From an optimization exercise on the open Yosys and OpenROAD flow, aimed at small area, a short achievable clock period and few clock cycles per item; shortcuts taken in it are not production practice.
In this exercise RTL edits were held to simulation tests only and were not proved equivalent to the original.
Power and IR drop assume default switching activity.

## flow/design.v (module list and top-level ports; edited modules follow where they fit)
// module mdu36: 2925 lines
// module mdu36_lzc: 40 lines
// module mdu36_add36: 176 lines
// module mdu36_add38: 184 lines
module mdu36 (
    input  wire        clk,
    input  wire        rst,
    input  wire        start,
    input  wire [3:0]  op,
    input  wire        ctm,
    input  wire [35:0] a,
    input  wire [35:0] b,
    input  wire [71:0] c,
    output wire        ready,
    output reg         done,
    output wire [35:0] result,
    output wire [35:0] result_hi,
    output reg         dz,
    output reg         ovf,
    output reg         trap
);
  // ...
==> flow/flow/run.sh <==
#!/bin/bash
set -euo pipefail
bash standard.sh BUFFER_PORTS_ARGS="-buffer_cell sky130_fd_sc_hd__buf_2" finish > standard_flow.log 2>&1
==> flow/standard.sh <==
#!/bin/bash
# synth_recipe.tcl (not shown) runs the flow's synth.tcl, then flattens the netlist and writes it again
# the make line also repeats each setting of config.mk as NAME=value (left out here)
make -C /OpenROAD-flow-scripts/flow DESIGN_CONFIG=/design/flow/config.mk WORK_HOME=/design/flow/orfs CLKGATE_MAP_FILE= SYNTH_SCRIPT=/design/flow/synth_recipe.tcl "${@:-finish}"
==> flow/config.mk <==
export PLATFORM = sky130hd
export DESIGN_NAME = mdu36
export DESIGN_NICKNAME = mdu36
export VERILOG_FILES = /design/flow/design.v
export SDC_FILE = /design/flow/constraint.sdc
export NUM_CORES = 4
export LEC_CHECK = 0
export CAP_MARGIN = 20
export CORE_MARGIN = 2
export CORE_UTILIZATION = 40
export SETUP_SLACK_MARGIN = 5
export SLEW_MARGIN = 20
==> flow/constraint.sdc <==
create_clock -name core_clock -period 13.0 [get_ports {clk}]
set_input_delay 2.6000 -clock core_clock [delete_from_list [all_inputs] [get_ports {clk}]]
set_output_delay 2.6000 -clock core_clock [all_outputs]
set_load 0.01 [all_outputs]
==> impl_metrics.py, run 1 <==
metrics = {
    "cts": {
        "cts_tree": "done",
        "clk_path_buf_depth": 3,
        "ctsRootBufferMaster": "clkbuf_16",
    },
    "yosys": {
        "synthCells": 7315,
        "yosys.area.top_type_share": 0.257,
        "synth-compound-area-share": 0.202,
        "syn_avg_cell_area_um2": 8.87,
        "synth-xor-area-share": 0.131,
        "synth_flop_cell": "dfxtp_1",
    },
    "job": {
        "cap_violations": 0,
    },
    "worst_setup_path": {
        "critical_path_class": "flop to flop",
        "crit_arrival_ps": 8390,
        "cp.required_ps": 13400,
        "path_depth": 35,
        "worstSetupStartpointType": "flop",
        "crit_start": "dq[14]",
        "endpoint": "dr[35]",
    },
    "sta": {
        "worst_pin_slew_ps": 1210,
        "setup_ws_ps": 5010,
        "hold_violations": 0,
        "period_minus_slack_ps": 7990,
        "fin_crit_sh": 0.615,
        "finalSetupViolCount": 0,
    },
    "cells_and_area": {
        "clk_share": 0.0226,
        "n_antenna_cell": 14,
        "sh_seq_area": 0.117,
        "inverters": 876,
    },
    "place": {
        "portBuffers": 228,
        "hpwlAfterDp_um": 211000,
    },
    "run_status": {
        "status": "no timing/DRC/antenna violations",
    },
    "routing": {
        "via_per_inst": 6.28,
        "wl_met2_um": 127000,
        "routed_wl_um": 294000,
    },
    "global_route": {
        "grt_max_degree": 77,
        "grt_pass1_vias": 61100,
        "met2_usage": 0.525,
    },
    "die": {
        "initial_utilization": 0.403,
        "core_um2": 161000,
    },
    "power": {
        "p_clk_w": 0.00141,
        "p_leak_nw": 31.5,
        "seqPwrFrac": 0.090,
        "p_seq_w": 0.00201,
    },
}
Testbench counts, summed over its fixed seeds: cycles 24,010, ops 16,000.
==> run 2: changes to the inputs <==
==> flow/run.sh (new file) <==
#!/bin/bash
# synth_recipe.tcl (not shown) runs the flow's synth.tcl, then flattens the netlist and writes it again
# the make line also repeats each setting of config.mk as NAME=value (left out here)
make -C /OpenROAD-flow-scripts/flow DESIGN_CONFIG=/design/flow/config.mk WORK_HOME=/design/flow/orfs CLKGATE_MAP_FILE= SYNTH_SCRIPT=/design/flow/synth_recipe.tcl finish
--- a/flow/config.mk
+++ b/flow/config.mk
@@ -5,8 +5,8 @@
 export SDC_FILE = /design/flow/constraint.sdc
 export NUM_CORES = 4
 export LEC_CHECK = 0
-export CAP_MARGIN = 20
+export CAP_MARGIN = 0
 export CORE_MARGIN = 2
 export CORE_UTILIZATION = 40
 export SETUP_SLACK_MARGIN = 5
-export SLEW_MARGIN = 20
+export SLEW_MARGIN = 0
removed: flow/flow/run.sh
removed: flow/standard.sh
==> run 2 against run 1 <==
Net effect: flip-flop and latch count unchanged; sequential share of layout area decreased by 0.21 points; total power increased by 4.7%; global-route usage increased by 0.33 points; clock power increased by 9%; register-to-register slack improved by 200 ps; area after synthesis unchanged; still clean on timing, DRC and antenna; largest power group unchanged; synthesized cell count unchanged; fmax decreased by 0.12%; highest routed layer unchanged.
==> impl_metrics.py, run 2 <==
metrics = {
    "routing": {
        "detail_route.wl_per_cell_um": 30.9,
        "first_iter_violations": 7040,
        "num_vias": 59700,
        "routed_wl_um": 296000,
        "dr.pass1.iters": 7,
        "ant_nets": 0,
        "drc_errors": 0,
        "via_per_inst": 6.25,
    },
    "yosys": {
        "synth_flop_cell": "dfxtp_1",
        "seq_area_frac_synth": 0.130,
        "syn_area_um2": 64800,
        "synth_nets": 8794,
        "synth_cell_types": 86,
        "synth_edf_count": 134,
        "yosys.area.top_type": "fa_1",
        "yosys.area.top_type_share": 0.257,
        "async_reset_ff_frac": 0,
        "yosys_warnings": 1,
        "synthCells": 7315,
        "syn_avg_cell_area_um2": 8.87,
        "synthTopCellsByCount": "inv_1 (869), fa_1 (832), a22oi_1 (648), xor2_1 (515), ha_1 (495)",
        "ys_ff_latch": 354,
        "yosys-top-cells-area": "fa_1 (26%), ha_1 (9.6%), a22oi_1 (7.5%)",
        "synth.most_common_cell": "inv_1",
    },
    "power": {
        "power_w": 0.0234,
        "p_per_area_nw_per_um2": 318,
        "p_leak_nw": 31.8,
        "vdd_drop_max_mv": 0.337,
    },
    "cts": {
        "cts_sinks": 354,
        "cts-htree-levels": 2,
        "clk_pin_slew_ps": 60,
        "numCtsBuffers": 48,
        "ctsRootBufferMaster": "clkbuf_16",
        "cts_tree": "done",
        "cts_hold_buf": 0,
        "clk_path_buf_depth": 3,
        "insertion_delay_ps": 690,
    },
    "worst_setup_path": {
        "timing.rr.end": "dr[16]",
        "path_buf_inv": 3,
        "cp.required_ps": 10400,
        "ff2ff_setup_slack_ps": 5210,
        "rr_worst_depth": 32,
        "path_max_fanout": 5,
        "endpoint": "result[30]",
        "path_cells": "ha_1 > ha_1 > fa_1 > a21o_1 > a221o_1 > a211oi_2 > nor3b_2 > a211oi_2 > buf_4 > a21oi_4 > a31oi_2 > o21bai_1 > xnor2_2 > buf_4 > o221ai_1 > o21ai_0 > clkdlybuf4s50_1",
        "end_kind": "primary output",
        "path_depth": 17,
        "crit_start": "ps[1]",
        "rr_startpoint": "dd[6]",
        "cp_slowest_cell": "clkdlybuf4s50_1",
        "max_stage_delay_ps": 520,
        "worstSetupStartpointType": "flop",
        "critical_path_class": "flop to primary output",
        "critical-path-top-delay-family": "compound AO/OA/AOI/OAI gates",
        "crit_arrival_ps": 5400,
    },
    "die": {
        "initial_utilization": 0.403,
        "die_width_um": 407,
        "die_h_um": 407,
        "ios": 229,
        "dieArea_um2": 165000,
        "rows": 147,
        "core_um2": 161000,
    },
    "cells_and_area": {
        "drive_above_1_share": 0.108,
        "fin_nets": 8831,
        "fin_cells": 9564,
        "fin_area_um2": 73600,
        "fill_cells": 15600,
        "syn_to_final_growth_pct": 13.5,
        "mostFrequentLayoutCells": "inv_1 (846), fa_1 (829), a22oi_1 (644)",
        "reg_top3": "pc (72), ps (72), pt (70)",
        "final_common_cell": "inv_1",
    },
    "global_route": {
        "antenna_found_initial": 23,
        "grt_pass1_wl_um": 425000,
        "grt_use_total": 0.354,
        "grt_pass1_vias": 61300,
        "overflow": 0,
        "grt_max_degree": 75,
    },
    "sta": {
        "maxSlewHeadroom": 0.205,
        "finalSetupViolCount": 0,
        "fin_crit_sh": 0.615,
        "timing.setup.tns_ps": 0,
        "fin_worst_skew_ps": 34.4,
        "hold_violations": 0,
        "grt_setup_unrepaired": "yes",
        "hold_ws_ps": 542,
        "worst_pin_slew_ps": 1190,
        "maxSlewViolCount": 0,
        "period_minus_slack_ps": 8000,
        "timing.fmax_mhz": 125,
    },
    "run_status": {
        "status": "no timing/DRC/antenna violations",
    },
    "min_path": {
        "hp-class": "flop to flop",
    },
    "place": {
        "portBuffers": 228,
        "gp_congestion": 1.02,
        "dpl_cell_area_um2": 69000,
        "numPlacedInstances": 9283,
        "hpwlAfterDp_um": 208000,
    },
    "job": {
        "cap_violations": 0,
    },
}
run 2: cell types whose count changed in the layout (fill, tap and decap cells not counted), moves of 8 or more:
| cell | delta |
|---|---|
| xnor2_1 | -9 |
| bufinv_16 | +8 |
| buf_4 | -8 |
| clkdlybuf4s50_1 | +177 |
| buf_2 | -187 |
run 2: stage by stage:
step / utilization / setup slack [ps]
after global placement: 0.429 / 2290
after floorplan: - / 5140
after CTS: 0.448 / 4800
final: 0.458 / 5000
after global routing: 0.458 / 4920
after detailed placement: 0.429 / 2060
run 2: how the worst min path moves through the flow:
stage	from	slack, ps	to	cells after the start
after floorplan	itc[2]	490	itc[2]	2
after global placement	itc[2]	530	itc[2]	2
after detailed placement	itc[3]	530	itc[3]	2
after CTS	itc[3]	540	itc[3]	2
after global routing	itc[2]	590	itc[2]	2
final	itc[3]	540	itc[3]	2
run 2: timing repair:
| action | in CTS | in global routing |
|---|---|---|
| hold endpoints to repair | 0 | 0 |
| cloned | 4 | 2 |
| resized for setup | 171 | 176 |
| setup endpoints to repair | 134 | 131 |
| pin swaps | 27 | 35 |
| buffers inserted | 71 | 102 |
run 2: logic make-up (layout without fill, tap and decap cells):
logic type | Yosys count | count (layout) | share of synthesized area
other | 0 | 13 | 0
xor gates and xnor gates | 971 | 971 | 0.131
adders and majority gates | 1327 | 1327 | 0.352
and+or+nand+nor | 1146 | 1148 | 0.0825
DFF | 354 | 354 | 0.130
buffers and inverters | 1451 | 1524 | 0.0845
AOI/OAI and AO/OA | 1953 | 1954 | 0.202
muxes | 113 | 113 | 0.0177
run 2: report_power, final:
group          internal (W)  switching [W]
Combinational       0.00773         0.0121
Clock              0.000893       0.000633
Sequential          0.00173       0.000287
run 2: layout make-up:
type	instances	area, µm²	area share
flip-flops and latches	354	8430	0.115
clock buffers	57	1280	0.0173
repair inverters	2	12.5	0.000170
inverters	872	3330	0.0452
diodes	13	32.5	0.000442
clock inverters	32	478	0.00650
multi-input cells	5513	52500	0.714
well taps	2160	2700	0.0367
repair buffers	561	4790	0.0651
run 2: layer usage:
metal,wire length (µm),vias up,global-route usage,share of wire
li1,-,24800,-,-
met1,109000,29600,0.436,0.37
met2,126000,4068,0.531,0.43
met3,34100,1235,0.0944,0.12
met4,26700,10,0.259,0.090
met5,61,-,0,0.00021
run 2: worst min-delay path, cell delays in order (launching register included):
cell      delay [ps]
dfxtp_1          330
nor2_1           110
a211oi_1          50
==> run 3: changes to the inputs <==
==> flow/config.mk (replaced) <==
export PLATFORM = sky130hd
export DESIGN_NAME = mdu36
export DESIGN_NICKNAME = mdu36
export VERILOG_FILES = /design/flow/design.v
export SDC_FILE = /design/flow/constraint.sdc
export NUM_CORES = 4
export LEC_CHECK = 0
export CAP_MARGIN = 20
export CORE_MARGIN = 2
export CORE_UTILIZATION = 35
export SETUP_SLACK_MARGIN = 5
export SLEW_MARGIN = 20
==> run 3 against run 2 <==
Net effect: utilization is 5.4 points lower; combinational power hardly changed; design area is 0.78% higher; non-clock buffer count is 7 higher; routed wire length is 1.1% lower; total power is 0.25% lower; global-route usage is 4.9 points lower; die area is 14% higher; fmax is 0.75% lower; final cell count is 3.2% higher; sequential power hardly changed; area after synthesis stayed put; critical endpoint is now result_hi[23].
==> impl_metrics.py, run 3 <==
metrics = {
    "run_status": {
        "status": "no timing/DRC/antenna violations",
    },
    "sta": {
        "maxSlewHeadroom": 0.176,
        "period_minus_slack_ps": 8060,
        "worst_pin_slew_ps": 1220,
        "setup_ws_ps": 4940,
        "fin_worst_skew_ps": 26.5,
        "timing.setup.tns_ps": 0,
        "fin_crit_sh": 0.620,
        "hold_violations": 0,
        "maxSlewViolCount": 0,
        "finalSetupViolCount": 0,
        "timing.fmax_mhz": 124,
        "grt_setup_unrepaired": "yes",
    },
    "place": {
        "hpwlAfterDp_um": 212000,
        "portBuffers": 228,
        "dpl_cell_area_um2": 69600,
        "numPlacedInstances": 9606,
        "gp_congestion": 1.01,
        "post-place-ws_ps": 2450,
    },
    "routing": {
        "num_vias": 59200,
        "ant_nets": 0,
        "routed_wl_um": 293000,
        "dr.pass1.iters": 7,
        "drc_errors": 0,
        "detail_route.wl_per_cell_um": 29.7,
        "via_per_inst": 6.00,
        "first_iter_violations": 6953,
    },
    "yosys": {
        "yosys-top-cells-area": "fa_1 (26%), ha_1 (9.6%), a22oi_1 (7.5%)",
        "ys_ff_latch": 354,
        "synth_cell_types": 86,
        "seq_area_frac_synth": 0.130,
        "synthCells": 7315,
        "synth-xor-area-share": 0.131,
        "synth_nets": 8794,
        "synthTopCellsByCount": "inv_1 (869), fa_1 (832), a22oi_1 (648), xor2_1 (515), ha_1 (495)",
        "synth-compound-area-share": 0.202,
        "async_reset_ff_frac": 0,
        "yosys.area.top_type": "fa_1",
        "yosys.area.top_type_share": 0.257,
        "synth_top_family_by_area": "adder cells",
        "synth-adder-area-share": 0.352,
        "synth_edf_count": 134,
        "synthMuxAreaShare": 0.0177,
        "synth_flop_cell": "dfxtp_1",
        "synth_simple_gate_area_frac": 0.0825,
        "syn_avg_cell_area_um2": 8.87,
        "yosys_warnings": 1,
        "synth.most_common_cell": "inv_1",
        "syn_area_um2": 64800,
    },
    "worst_setup_path": {
        "critical_path_class": "flop to primary output",
        "path_max_fanout": 5,
        "worstSetupStartpointType": "flop",
        "end_kind": "primary output",
        "crit_arrival_ps": 5460,
        "cp.required_ps": 10400,
    },
    "power": {
        "p_per_area_nw_per_um2": 315,
        "p_switching_w": 0.0130,
        "power_w": 0.0234,
        "internal_power_w": 0.0103,
        "p_leak_nw": 31.8,
        "seqPwrFrac": 0.086,
        "comb_power_share": 0.852,
        "vdd_drop_max_mv": 0.263,
        "p_sw_frac": 0.558,
        "clkPwrFrac": 0.061,
    },
    "cells_and_area": {
        "fin_cells": 9866,
        "drive_above_1_share": 0.111,
        "syn_to_final_growth_pct": 14.4,
        "multi_input_area_um2": 52800,
        "mostFrequentLayoutCells": "inv_1 (846), fa_1 (830), a22oi_1 (645)",
        "seq_area_um2": 8430,
        "final_common_cell": "inv_1",
        "fill_cells": 18300,
        "fin_nets": 8836,
        "reg_top3": "pc (72), ps (72), pt (70)",
        "fin_area_um2": 74200,
    },
    "die": {
        "rows": 157,
        "initial_utilization": 0.353,
        "ios": 229,
        "die_width_um": 434,
        "die_h_um": 434,
        "dieArea_um2": 189000,
        "core_um2": 184000,
    },
    "global_route": {
        "grt_use_total": 0.304,
        "grt_pass1_vias": 61100,
        "antenna_found_initial": 8,
        "grt_pass1_wl_um": 421000,
        "grt_max_degree": 75,
        "overflow": 0,
    },
    "cts": {
        "cts_sinks": 354,
        "cts_hold_buf": 0,
        "cts-htree-levels": 2,
        "insertion_delay_ps": 670,
        "clk_path_buf_depth": 3,
        "ctsRootBufferMaster": "clkbuf_16",
        "clk_pin_slew_ps": 70,
        "cts_tree": "done",
        "numCtsBuffers": 46,
    },
    "min_path": {
        "hp-class": "flop to flop",
    },
    "job": {
        "cap_violations": 0,
    },
}
run 3: worst paths after layout:
kind | endpoint | slack, ps | depth (start not counted) | from
min | itc[2] | 550 | 2 | itc[2]
max | result_hi[23] | 4940 | 12 | ps[41]
max reg2reg | dr[35] | 5050 | 35 | dd[9]
min reg2reg | itc[2] | 550 | 2 | itc[2]
run 3: cell families (layout without fill, tap and decap cells):
family          count (synthesis)  in the layout
compound gates               1953           1953
simple gates                 1146           1148
other cells                     0              7
flops                         354            354
buf+inv                      1451           1529
xor+xnor                      971            971
mux                           113            113
fa+ha+maj                    1327           1327
run 3: repair_timing:
item | CTS | global route
resized for setup | 200 | 175
pin swaps | 29 | 44
cloned | 4 | 2
setup buffers | 76 | 85
endpoints found under the setup margin | 146 | 123
run 3: critical path: stages (launching register included):
cell             delay (ps)
dfxtp_1                 320
fa_1                    470
ha_2                    550
nand2_1                 290
o21ai_0                 670
a31oi_1                 160
o21ai_0                 220
a31oi_1                  90
o21ai_0                 230
a31o_4                  230
a21oi_1                 110
xnor2_1                 740
clkdlybuf4s50_1         690
run 3: area by class of cell:
| cell class | instances | share of cell area |
|---|---|---|
| Antenna cell | 7 | 0.000236 |
| Clock buffer | 58 | 0.0171 |
| Clock inverter | 28 | 0.00486 |
| Inverter | 872 | 0.0450 |
| Multi-Input combinational cell | 5512 | 0.712 |
| Sequential cell | 354 | 0.114 |
| Tap cell | 2464 | 0.0416 |
| Timing Repair Buffer | 568 | 0.0654 |
| Timing Repair inverter | 3 | 0.000236 |
run 3: routing by layer:
layer	track usage	wire length, µm
met1	0.355	105000
met2	0.491	134000
met3	0.0695	28200
met4	0.220	25400
met5	0.00384	170
run 3: power by group through the flow:
stage	clock (W)	sequential [W]	combinational, W
floorplan	0	0.00195	0.0102
global placement	0	0.00205	0.0177
detailed placement	0	0.00206	0.0179
CTS	0.00144	0.00202	0.0189
global route	0.00147	0.00205	0.0212
finish	0.00143	0.00202	0.0199
run 3: stage by stage:
stage / hold slack (ps) / util
5_1_grt: 585 / 0.404
6_report: 551 / 0.404
3_3_place_gp: 521 / 0.379
4_1_cts: 541 / 0.396
2_1_floorplan: 493 / -
3_5_place_dp: 531 / 0.379
==> run 4: changes to the inputs <==
--- a/flow/config.mk
+++ b/flow/config.mk
@@ -7,6 +7,6 @@
 export LEC_CHECK = 0
 export CAP_MARGIN = 20
 export CORE_MARGIN = 2
-export CORE_UTILIZATION = 35
+export CORE_UTILIZATION = 40
 export SETUP_SLACK_MARGIN = 5
 export SLEW_MARGIN = 20
==> run 4 against run 3 <==
Net effect: fmax grew 2.1%; critical path depth grew 5; still clean; area after synthesis is the same; routed wire length grew 1.8%; largest power group unchanged; clock skew grew 23 ps; worst hold slack lost 0.89 ps; total power is essentially flat; flip-flop and latch count is the same; register-to-register slack gained 100 ps; critical endpoint is now result[28]; highest routed layer unchanged; sequential power is essentially flat.
==> impl_metrics.py, run 4 <==
metrics = {
    "run_status": {
        "status": "no timing/DRC/antenna violations",
    },
    "sta": {
        "timing.fmax_mhz": 127,
        "maxSlewViolCount": 0,
        "period_minus_slack_ps": 7890,
        "finalSetupViolCount": 0,
        "fin_worst_skew_ps": 49.3,
        "hold_violations": 0,
        "grt_setup_unrepaired": "yes",
        "maxSlewHeadroom": 0.148,
        "worst_pin_slew_ps": 1270,
        "timing.setup.tns_ps": 0,
        "fin_crit_sh": 0.607,
    },
    "die": {
        "dieArea_um2": 165000,
        "initial_utilization": 0.403,
        "core_um2": 161000,
        "ios": 229,
        "die_width_um": 407,
        "die_h_um": 407,
        "rows": 147,
    },
    "global_route": {
        "grt_max_degree": 75,
        "overflow": 0,
        "grt_pass1_wl_um": 426000,
        "grt_use_total": 0.355,
        "grt_pass1_vias": 61300,
        "antenna_found_initial": 28,
    },
    "yosys": {
        "synth_flop_cell": "dfxtp_1",
        "synth-xor-area-share": 0.131,
        "synth-compound-area-share": 0.202,
        "ys_ff_latch": 354,
        "synthMuxAreaShare": 0.0177,
        "yosys-top-cells-area": "fa_1 (26%), ha_1 (9.6%), a22oi_1 (7.5%)",
        "synth.most_common_cell": "inv_1",
        "synth_cell_types": 86,
        "synth_nets": 8794,
        "yosys_warnings": 1,
        "synthCells": 7315,
        "syn_avg_cell_area_um2": 8.87,
        "syn_area_um2": 64800,
        "yosys.area.top_type_share": 0.257,
        "async_reset_ff_frac": 0,
        "synthTopCellsByCount": "inv_1 (869), fa_1 (832), a22oi_1 (648), xor2_1 (515), ha_1 (495)",
        "synth_edf_count": 134,
        "seq_area_frac_synth": 0.130,
        "synth_simple_gate_area_frac": 0.0825,
        "yosys.area.top_type": "fa_1",
        "synth-adder-area-share": 0.352,
        "synth_top_family_by_area": "adder cells",
    },
    "place": {
        "gp_congestion": 1.02,
        "portBuffers": 228,
        "hpwlAfterDp_um": 209000,
        "numPlacedInstances": 9283,
    },
    "worst_setup_path": {
        "path_depth": 17,
        "cp_slowest_cell": "clkdlybuf4s50_1",
        "path_buf_inv": 4,
        "max_stage_delay_ps": 530,
        "path_cells": "inv_1 > fa_1 > inv_1 > ha_1 > fa_1 > a21o_1 > a221o_1 > a211oi_2 > nor3b_2 > nor3_1 > buf_4 > o31ai_4 > a31o_2 > a21oi_1 > xnor2_2 > o221a_2 > clkdlybuf4s50_1",
        "rr_worst_depth": 30,
        "crit_arrival_ps": 5290,
        "ff2ff_setup_slack_ps": 5150,
        "critical-path-top-delay-family": "compound AO/OA/AOI/OAI gates",
        "timing.rr.end": "dr[26]",
        "crit_start": "ps[0]",
        "rr_startpoint": "dd[25]",
        "critical_path_class": "flop to primary output",
        "end_kind": "primary output",
        "cp.required_ps": 10400,
        "path_max_fanout": 5,
        "worstSetupStartpointType": "flop",
        "endpoint": "result[28]",
    },
    "cells_and_area": {
        "syn_to_final_growth_pct": 13.6,
        "fill_cells": 15600,
        "drive_above_1_share": 0.111,
        "fin_nets": 8849,
        "reg_top3": "pc (72), ps (72), pt (70)",
        "mostFrequentLayoutCells": "inv_1 (842), fa_1 (826), a22oi_1 (644)",
        "fin_cells": 9578,
        "final_common_cell": "inv_1",
    },
    "routing": {
        "drc_errors": 0,
        "ant_nets": 0,
        "first_iter_violations": 7373,
        "detail_route.wl_per_cell_um": 31.1,
        "dr.pass1.iters": 9,
        "routed_wl_um": 298000,
        "via_per_inst": 6.29,
        "num_vias": 60200,
    },
    "cts": {
        "clk_pin_slew_ps": 60,
        "clk_path_buf_depth": 3,
        "cts-htree-levels": 2,
        "numCtsBuffers": 46,
        "cts_sinks": 354,
        "insertion_delay_ps": 690,
        "cts_tree": "done",
        "ctsRootBufferMaster": "clkbuf_16",
        "cts_hold_buf": 0,
    },
    "job": {
        "cap_violations": 0,
    },
    "power": {
        "vdd_drop_max_mv": 0.343,
        "p_leak_nw": 31.7,
        "p_per_area_nw_per_um2": 317,
    },
    "min_path": {
        "hp-class": "flop to flop",
    },
}
-- run 4: cell counts after synthesis --
Identical to the previous run, type by type.
-- run 4: through the flow --
step	power (W)	hold slack (ps)	area (µm²)	worst slack, ps	util
after floorplan	0.0122	493	64800	5140	-
after global placement	0.0199	530	69000	2290	0.429
after detailed placement	0.0200	537	69000	2390	0.429
after CTS	0.0222	543	71900	4830	0.447
after global routing	0.0249	579	73600	4940	0.458
final	0.0234	550	73700	5110	0.458
-- run 4: worst min path at each step --
stage                      start     end  cells after the start
after CTS                 itc[3]  itc[3]                      2
after floorplan           itc[2]  itc[2]                      2
after global placement    itc[2]  itc[2]                      2
after detailed placement  itc[3]  itc[3]                      2
after global routing      itc[3]  itc[3]                      2
final                     itc[3]  itc[3]                      2
-- run 4: metal layers --
layer / track usage / vias to the layer above / wire [µm]
met2: 0.532 / 4274 / 127000
li1: - / 24900 / -
met3: 0.106 / 1243 / 35700
met4: 0.248 / 18 / 25700
met1: 0.436 / 29800 / 109000
met5: 0 / - / 140
-- run 4: worst register-to-register path: cells and delay by family (launching register included) --
family / cells / cell delay, ps
AOI/OAI and AO/OA: 10 / 2250
buffers and inverters: 9 / 1940
adders and majority gates: 4 / 1540
and+or+nand+nor: 5 / 1000
muxes: 2 / 550
DFF: 1 / 440
-- run 4: timing repair --
item,in CTS,in global routing
cloned,4,3
endpoints found under the hold margin,0,0
resized for setup,175,191
setup endpoints to repair,134,136
setup buffers,70,122
pin swaps,25,52
-- run 4: kinds of logic (layout without fill, tap and decap cells) --
logic type,after synthesis,in the layout
compound gates,1953,1954
xor+xnor,971,971
fa+ha+maj,1327,1327
buf+inv,1451,1540
flops,354,354
mux,113,113
other cells,0,11
simple gates,1146,1148
-- run 4: final cells by class --
class / instances / area (µm²) / area share
multi-input combinational: 5513 / 52600 / 0.714
sequential: 354 / 8430 / 0.114
timing repair buffer: 581 / 4930 / 0.0669
inverter: 872 / 3330 / 0.0452
tap: 2160 / 2700 / 0.0367
clock buffer: 53 / 1200 / 0.0163
clock inverter: 32 / 414 / 0.00562
antenna: 11 / 27.5 / 0.000374
timing repair inverter: 2 / 12.5 / 0.000170
-- run 4: where the power goes --
group	switching (W)	internal, W
sequential	0.000285	0.00173
clock	0.000623	0.000799
combinational	0.0122	0.00771
total	0.0131	0.0102
==> run 5: changes to the inputs <==
==> flow/flow/run.sh (new file) <==
#!/bin/bash
set -euo pipefail
bash standard.sh BUFFER_PORTS_ARGS="-buffer_cell sky130_fd_sc_hd__buf_4" SETUP_SLACK_MARGIN=5.5 finish > standard_flow.log 2>&1
==> flow/standard.sh (new file) <==
#!/bin/bash
# synth_recipe.tcl (not shown) runs the flow's synth.tcl, then flattens the netlist and writes it again
# the make line also repeats each setting of config.mk as NAME=value (left out here)
make -C /OpenROAD-flow-scripts/flow DESIGN_CONFIG=/design/flow/config.mk WORK_HOME=/design/flow/orfs CLKGATE_MAP_FILE= SYNTH_SCRIPT=/design/flow/synth_recipe.tcl "${@:-finish}"
removed: flow/run.sh
==> run 5 against run 4 <==
Net effect: still clean on timing, DRC and antenna; design area up 1.6%; clock power grew 9%; final cell count increased by 0.32%; sequential share of layout area decreased by 0.18 points; synthesized cell count stayed put; fmax grew 3.4%; first-iteration DRC count increased by 1.4%; critical endpoint is now dr[19]; largest power group unchanged.
==> impl_metrics.py, run 5 <==
metrics = {
    "worst_setup_path": {
        "critPathMostFrequentCell": "buf_4",
        "crit_arrival_ps": 8020,
        "cp.required_ps": 13390,
        "end_kind": "flop",
        "path_buf_inv": 10,
        "critical_path_class": "flop to flop",
        "critical-path-top-delay-family": "compound AO/OA/AOI/OAI gates",
        "cp_slowest_cell": "edfxtp_1",
        "path_max_fanout": 17,
        "worstSetupStartpointType": "flop",
        "max_stage_delay_ps": 510,
    },
    "place": {
        "post-place-ws_ps": 3270,
        "hpwlAfterDp_um": 207000,
        "gp_congestion": 1.01,
        "portBuffers": 228,
    },
    "global_route": {
        "met3_usage": 0.102,
        "grt_use_total": 0.350,
        "grt_max_degree": 75,
        "grt_pass1_vias": 61000,
        "overflow": 0,
        "met2_usage": 0.528,
        "antenna_found_initial": 24,
        "grt_pass1_wl_um": 422000,
        "grt.busiest_layer": "met2",
        "grtUsageMet1": 0.428,
    },
    "yosys": {
        "synthTopCellsByCount": "inv_1 (869), fa_1 (832), a22oi_1 (648), xor2_1 (515), ha_1 (495)",
        "synth-compound-area-share": 0.202,
        "synthMuxAreaShare": 0.0177,
        "synthCells": 7315,
        "synth-adder-area-share": 0.352,
        "syn_avg_cell_area_um2": 8.87,
        "synth_nets": 8794,
        "yosys-top-cells-area": "fa_1 (26%), ha_1 (9.6%), a22oi_1 (7.5%)",
        "synth-xor-area-share": 0.131,
        "synth_flop_cell": "dfxtp_1",
        "yosys.area.top_type_share": 0.257,
        "synth_cell_types": 86,
        "ys_ff_latch": 354,
        "synth_simple_gate_area_frac": 0.0825,
        "syn_area_um2": 64800,
        "yosys_warnings": 1,
        "synth_edf_count": 134,
        "synth.most_common_cell": "inv_1",
        "yosys.area.top_type": "fa_1",
        "async_reset_ff_frac": 0,
        "synth_top_family_by_area": "adder cells",
        "seq_area_frac_synth": 0.130,
    },
    "routing": {
        "via_per_inst": 6.23,
        "num_vias": 59900,
        "detail_route.wl_per_cell_um": 30.7,
        "drc_errors": 0,
        "routed_wl_um": 295000,
        "ant_nets": 0,
        "first_iter_violations": 7474,
        "dr.pass1.iters": 9,
    },
    "cells_and_area": {
        "multi_input_area_um2": 53500,
        "fill_cells": 15500,
        "seq_area_um2": 8430,
        "reg_top3": "pc (72), ps (72), pt (70)",
        "final_common_cell": "inv_1",
        "fin_util": 0.465,
        "drive_above_1_share": 0.155,
        "fin_nets": 8874,
        "mostFrequentLayoutCells": "inv_1 (837), fa_1 (824), a22oi_1 (647)",
        "syn_to_final_growth_pct": 15.4,
    },
    "cts": {
        "cts_sinks": 354,
        "numCtsBuffers": 47,
        "ctsRootBufferMaster": "clkbuf_16",
        "cts_tree": "done",
        "clk_pin_slew_ps": 70,
        "insertion_delay_ps": 710,
        "clk_path_buf_depth": 3,
        "cts_hold_buf": 0,
        "cts-htree-levels": 2,
    },
    "die": {
        "initial_utilization": 0.403,
        "core_um2": 161000,
        "rows": 147,
        "die_h_um": 407,
        "die_width_um": 407,
        "ios": 229,
        "dieArea_um2": 165000,
    },
    "job": {
        "cap_violations": 0,
    },
    "sta": {
        "fin_worst_skew_ps": 45.4,
        "timing.fmax_mhz": 131,
        "grt_setup_unrepaired": "yes",
        "maxSlewViolCount": 0,
        "maxSlewHeadroom": 0.142,
        "worst_pin_slew_ps": 1270,
        "hold_violations": 0,
        "setup_ws_ps": 5370,
        "finalSetupViolCount": 0,
        "timing.setup.tns_ps": 0,
        "period_minus_slack_ps": 7630,
        "fin_crit_sh": 0.587,
    },
    "min_path": {
        "hp-class": "flop to flop",
    },
    "power": {
        "vdd_drop_max_mv": 0.370,
        "p_leak_nw": 32.4,
        "p_per_area_nw_per_um2": 320,
    },
    "run_status": {
        "status": "no timing/DRC/antenna violations",
    },
}
[run 5: changes by cell type in the layout (fill, tap and decap cells not counted), moves of 24 or more]
cell / before / now
a21oi_1: 325 / 296
buf_2: 39 / 0
buf_4: 331 / 541
buf_6: 9 / 37
clkdlybuf4s50_1: 179 / 0
ha_1: 482 / 458
[run 5: worst paths after layout]
check / from / end / slack [ps] / cells past startpoint
setup reg to reg: dd[6] / dr[19] / 5370 / 32
hold reg to reg: itc[3] / itc[3] / 550 / 2
hold / removal: itc[3] / itc[3] / 550 / 2
setup / recovery: dd[6] / dr[19] / 5370 / 32
[run 5: worst reg2reg max path, delay by kind of cell (launching register included)]
family	cells	cell delay, ps
AOI/OAI and AO/OA	11	2700
and+or+nand+nor	8	1230
DFF	1	510
adders and majority gates	3	1080
buffers and inverters	10	1800
[run 5: power by group]
group          internal, W  switching [W]  total, W
Sequential         0.00173       0.000273   0.00200
Combinational      0.00786         0.0125    0.0204
Clock             0.000913       0.000640   0.00155
Total               0.0105         0.0134    0.0239
[run 5: logic make-up after synthesis]
family	after synthesis
flip-flops	354
buffers and inverters	1451
AND/OR/NAND/NOR	1146
adder cells (fa/ha/maj)	1327
multiplexers	113
AO/OA/AOI/OAI	1953
XOR/XNOR	971
[run 5: through the flow]
stage | hold slack (ps) | area (µm²) | total power [W] | std cells
6_report | 550 | 74800 | 0.0239 | 9609
4_1_cts | 547 | 72700 | 0.0225 | 9493
5_1_grt | 575 | 74800 | 0.0255 | 9603
3_3_place_gp | 534 | 68400 | 0.0197 | 9254
2_1_floorplan | 493 | 64900 | 0.0122 | 7315
3_5_place_dp | 533 | 68400 | 0.0198 | 9254
[run 5: layout make-up]
cell class / count / share of cell area
Clock inverter: 35 / 0.00726
Multi-Input combinational cell: 5514 / 0.715
Tap cell: 2160 / 0.0361
Timing Repair inverter: 1 / 0.000100
Antenna cell: 15 / 0.000502
Sequential cell: 354 / 0.113
Clock buffer: 53 / 0.0168
Inverter: 872 / 0.0445
Timing Repair Buffer: 605 / 0.0671
[run 5: layer usage]
metal	up-vias	wire, µm
met5	-	112
met4	18	25400
met3	1134	34200
met2	4034	127000
met1	29800	108000
li1	24900	-
[run 5: repair_timing]
action	CTS	global route
pin swaps	63	122
setup buffers	144	96
gates resized for setup	306	255
cloned	7	5
endpoints found under the setup margin	150	121
==> run 6: changes to the inputs <==
==> flow/flow/run.sh (replaced) <==
#!/bin/bash
set -euo pipefail
bash standard.sh BUFFER_PORTS_ARGS="-buffer_cell sky130_fd_sc_hd__buf_2" SETUP_SLACK_MARGIN=5.5 finish > standard_flow.log 2>&1
==> run 6 against run 5 <==
Net effect: die area is the same; final cell count up 0.92%; via count grew 1.3%; non-clock buffer count increased by 98; area after synthesis is the same; first-iteration DRC count is 9.4% higher; utilization rose by 0.40 points; highest routed layer unchanged; setup slack gained 2.2 ps; design area is 0.87% higher; fmax hardly changed.
==> impl_metrics.py, run 6 <==
metrics = {
    "place": {
        "dpl_cell_area_um2": 68100,
        "hpwlAfterDp_um": 209000,
        "gp_congestion": 1.01,
        "post-place-ws_ps": 2990,
        "portBuffers": 228,
        "numPlacedInstances": 9281,
    },
    "worst_setup_path": {
        "end_kind": "primary output",
        "path_max_fanout": 10,
        "critical_path_class": "flop to primary output",
        "critPathMostFrequentCell": "o21ai_0",
        "cp.required_ps": 10400,
        "cp_slowest_cell": "fa_2",
        "critical-path-top-delay-family": "compound AO/OA/AOI/OAI gates",
        "crit_arrival_ps": 5030,
        "max_stage_delay_ps": 790,
        "path_buf_inv": 2,
        "worstSetupStartpointType": "flop",
        "path_cells": "fa_2 > ha_1 > a21o_1 > a21o_1 > a21oi_1 > o21ai_0 > a21oi_1 > o21ai_0 > a31oi_2 > o21bai_1 > xnor2_2 > buf_4 > o221ai_1 > o21ai_0 > buf_2",
    },
    "yosys": {
        "async_reset_ff_frac": 0,
        "seq_area_frac_synth": 0.130,
        "yosys_warnings": 1,
        "syn_area_um2": 64800,
        "synth_nets": 8794,
        "synthTopCellsByCount": "inv_1 (869), fa_1 (832), a22oi_1 (648), xor2_1 (515), ha_1 (495)",
        "ys_ff_latch": 354,
        "yosys.area.top_type_share": 0.257,
        "yosys-top-cells-area": "fa_1 (26%), ha_1 (9.6%), a22oi_1 (7.5%)",
        "yosys.area.top_type": "fa_1",
        "synthCells": 7315,
        "synth.most_common_cell": "inv_1",
        "synth_cell_types": 86,
        "synth_edf_count": 134,
        "syn_avg_cell_area_um2": 8.87,
        "synth_flop_cell": "dfxtp_1",
    },
    "cts": {
        "cts_sinks": 354,
        "insertion_delay_ps": 690,
        "clk_path_buf_depth": 3,
        "cts_hold_buf": 0,
        "numCtsBuffers": 47,
        "clk_pin_slew_ps": 80,
        "cts_tree": "done",
        "ctsRootBufferMaster": "clkbuf_16",
        "cts-htree-levels": 2,
    },
    "sta": {
        "maxSlewHeadroom": 0.255,
        "fin_worst_skew_ps": 21.1,
        "setup_ws_ps": 5370,
        "hold_violations": 0,
        "finalSetupViolCount": 0,
        "grt_setup_unrepaired": "yes",
        "timing.setup.tns_ps": 0,
        "worst_pin_slew_ps": 1120,
        "maxSlewViolCount": 0,
        "period_minus_slack_ps": 7630,
        "timing.fmax_mhz": 131,
        "fin_crit_sh": 0.587,
    },
    "die": {
        "initial_utilization": 0.403,
        "rows": 147,
        "dieArea_um2": 165000,
        "die_h_um": 407,
        "die_width_um": 407,
        "core_um2": 161000,
        "ios": 229,
    },
    "routing": {
        "num_vias": 60600,
        "dr.pass1.iters": 9,
        "ant_nets": 0,
        "detail_route.wl_per_cell_um": 30.6,
        "first_iter_violations": 8179,
        "routed_wl_um": 297000,
        "via_per_inst": 6.25,
        "drc_errors": 0,
    },
    "power": {
        "p_per_area_nw_per_um2": 317,
        "p_leak_nw": 32.7,
        "vdd_drop_max_mv": 0.409,
        "power_w": 0.0240,
    },
    "cells_and_area": {
        "reg_top3": "pc (72), ps (72), pt (70)",
        "drive_above_1_share": 0.175,
        "fin_area_um2": 75500,
        "fin_nets": 8968,
        "final_common_cell": "inv_1",
        "fin_cells": 9697,
        "mostFrequentLayoutCells": "inv_1 (821), fa_1 (815), a22oi_1 (645)",
        "syn_to_final_growth_pct": 16.4,
    },
    "global_route": {
        "grt_use_total": 0.352,
        "grt_pass1_wl_um": 425000,
        "grt_pass1_vias": 61600,
        "antenna_found_initial": 23,
        "grt_max_degree": 75,
        "overflow": 0,
    },
    "job": {
        "cap_violations": 0,
    },
    "min_path": {
        "hp-class": "flop to flop",
    },
    "run_status": {
        "status": "no timing/DRC/antenna violations",
    },
}
## run 6: cell counts after synthesis
Identical to the previous run, type by type.
## run 6: path summary, 6_finish.rpt
path	end	cells past startpoint	slack (ps)	start
max	result[30]	15	5370	ps[50]
min reg2reg	itc[2]	2	540	itc[2]
max reg2reg	dr[35]	33	5500	dd[33]
min	itc[2]	2	540	itc[2]
## run 6: logic make-up after synthesis
kind of cell	count (synthesis)	share of synthesized area
AOI/OAI and AO/OA	1953	0.202
buffers and inverters	1451	0.0845
DFF	354	0.130
muxes	113	0.0177
adders and majority gates	1327	0.352
xor gates and xnor gates	971	0.131
and+or+nand+nor	1146	0.0825
## run 6: tightest hold or removal path, cell delays in order (launching register included)
cell and delay, ps:
dfxtp_1 330, nand2b_1 80, a311oi_1 80
## run 6: layout make-up
class | instances | area, µm²
diodes | 11 | 27.5
inverters | 872 | 3360
fillers | 15400 | 85300
multi-input cells | 5510 | 54000
well taps | 2160 | 2700
clock inverters | 29 | 285
flip-flops and latches | 354 | 8430
repair buffers | 703 | 5450
clock buffers | 57 | 1220
repair inverters | 1 | 7.51
## run 6: repair_timing
| item | 4_1_cts | 5_1_grt |
|---|---|---|
| setup buffers | 173 | 133 |
| cloned | 6 | 7 |
| gates resized for setup | 335 | 374 |
| endpoints found under the setup margin | 158 | 134 |
| pin swaps | 81 | 173 |
| endpoints found under the hold margin | 0 | 0 |
## run 6: per-stage QoR
step / utilization / hold WS [ps]
final: 0.469 / 541
after global routing: 0.469 / 586
after CTS: 0.451 / 545
after detailed placement: 0.423 / 534
after global placement: 0.423 / 524
after floorplan: - / 493
## run 6: report_power, final
part | internal [W] | leakage [nW] | switching [W]
Combinational | 0.00787 | 28.8 | 0.0128
Clock | 0.000723 | 0.722 | 0.000606
Sequential | 0.00173 | 3.13 | 0.000266
Total | 0.0103 | 32.7 | 0.0136
## run 6: metal layers
layer	track usage	vias up	share of wire
li1	-	25100	-
met1	0.435	30100	0.37
met2	0.527	4255	0.43
met3	0.104	1184	0.12
met4	0.242	14	0.084
met5	0.000595	-	0.00033

## separate check: timing with driven ports
No port has a modelled driver above. Below, the same layouts with a new extraction and two added sets of constraints. Step 1 (the two cells are an assumption about what drives the block):
set clk [get_ports {clk}]
set_driving_cell -lib_cell sky130_fd_sc_hd__clkbuf_16 $clk
set_driving_cell -lib_cell sky130_fd_sc_hd__buf_2 [delete_from_list [all_inputs] $clk]
Step 2, shift: input delay + t, output delay - t, t = (earliest + latest rising clock arrival at the registers) / 2. This alone moves slack from input paths to output paths. Slacks: no drivers / after step 1 / after step 2; pairs: no drivers / after step 1.
| run | t (ns) | setup slack, ns | latest minus earliest clock arrival (ns) | worst data-port slew with drivers (ns) | cell pins on the clock port's net |
|---|---|---|---|---|---|
| run 1 | 0.780 | 5.011 / 4.939 / 4.556 | 0.072 / 0.073 | 0.21 | 1 |
| run 2 | 0.751 | 5.001 / 4.921 / 4.420 | 0.038 / 0.038 | 0.19 | 1 |
| run 3 | 0.750 | 4.941 / 4.855 / 4.411 | 0.049 / 0.050 | 0.12 | 1 |
| run 4 | 0.746 | 5.110 / 5.026 / 4.444 | 0.050 / 0.049 | 0.19 | 1 |
| run 5 | 0.760 | 5.371 / 5.371 / 4.887 | 0.051 / 0.051 | 0.21 | 1 |
| run 6 | 0.748 | 5.373 / 5.292 / 4.870 | 0.039 / 0.039 | 0.21 | 1 |
After both steps setup and hold are still met in every run listed. For run 4, which loses most, drivers alone change the setup slack by -0.084 ns; drivers and shift together by -0.666 ns.
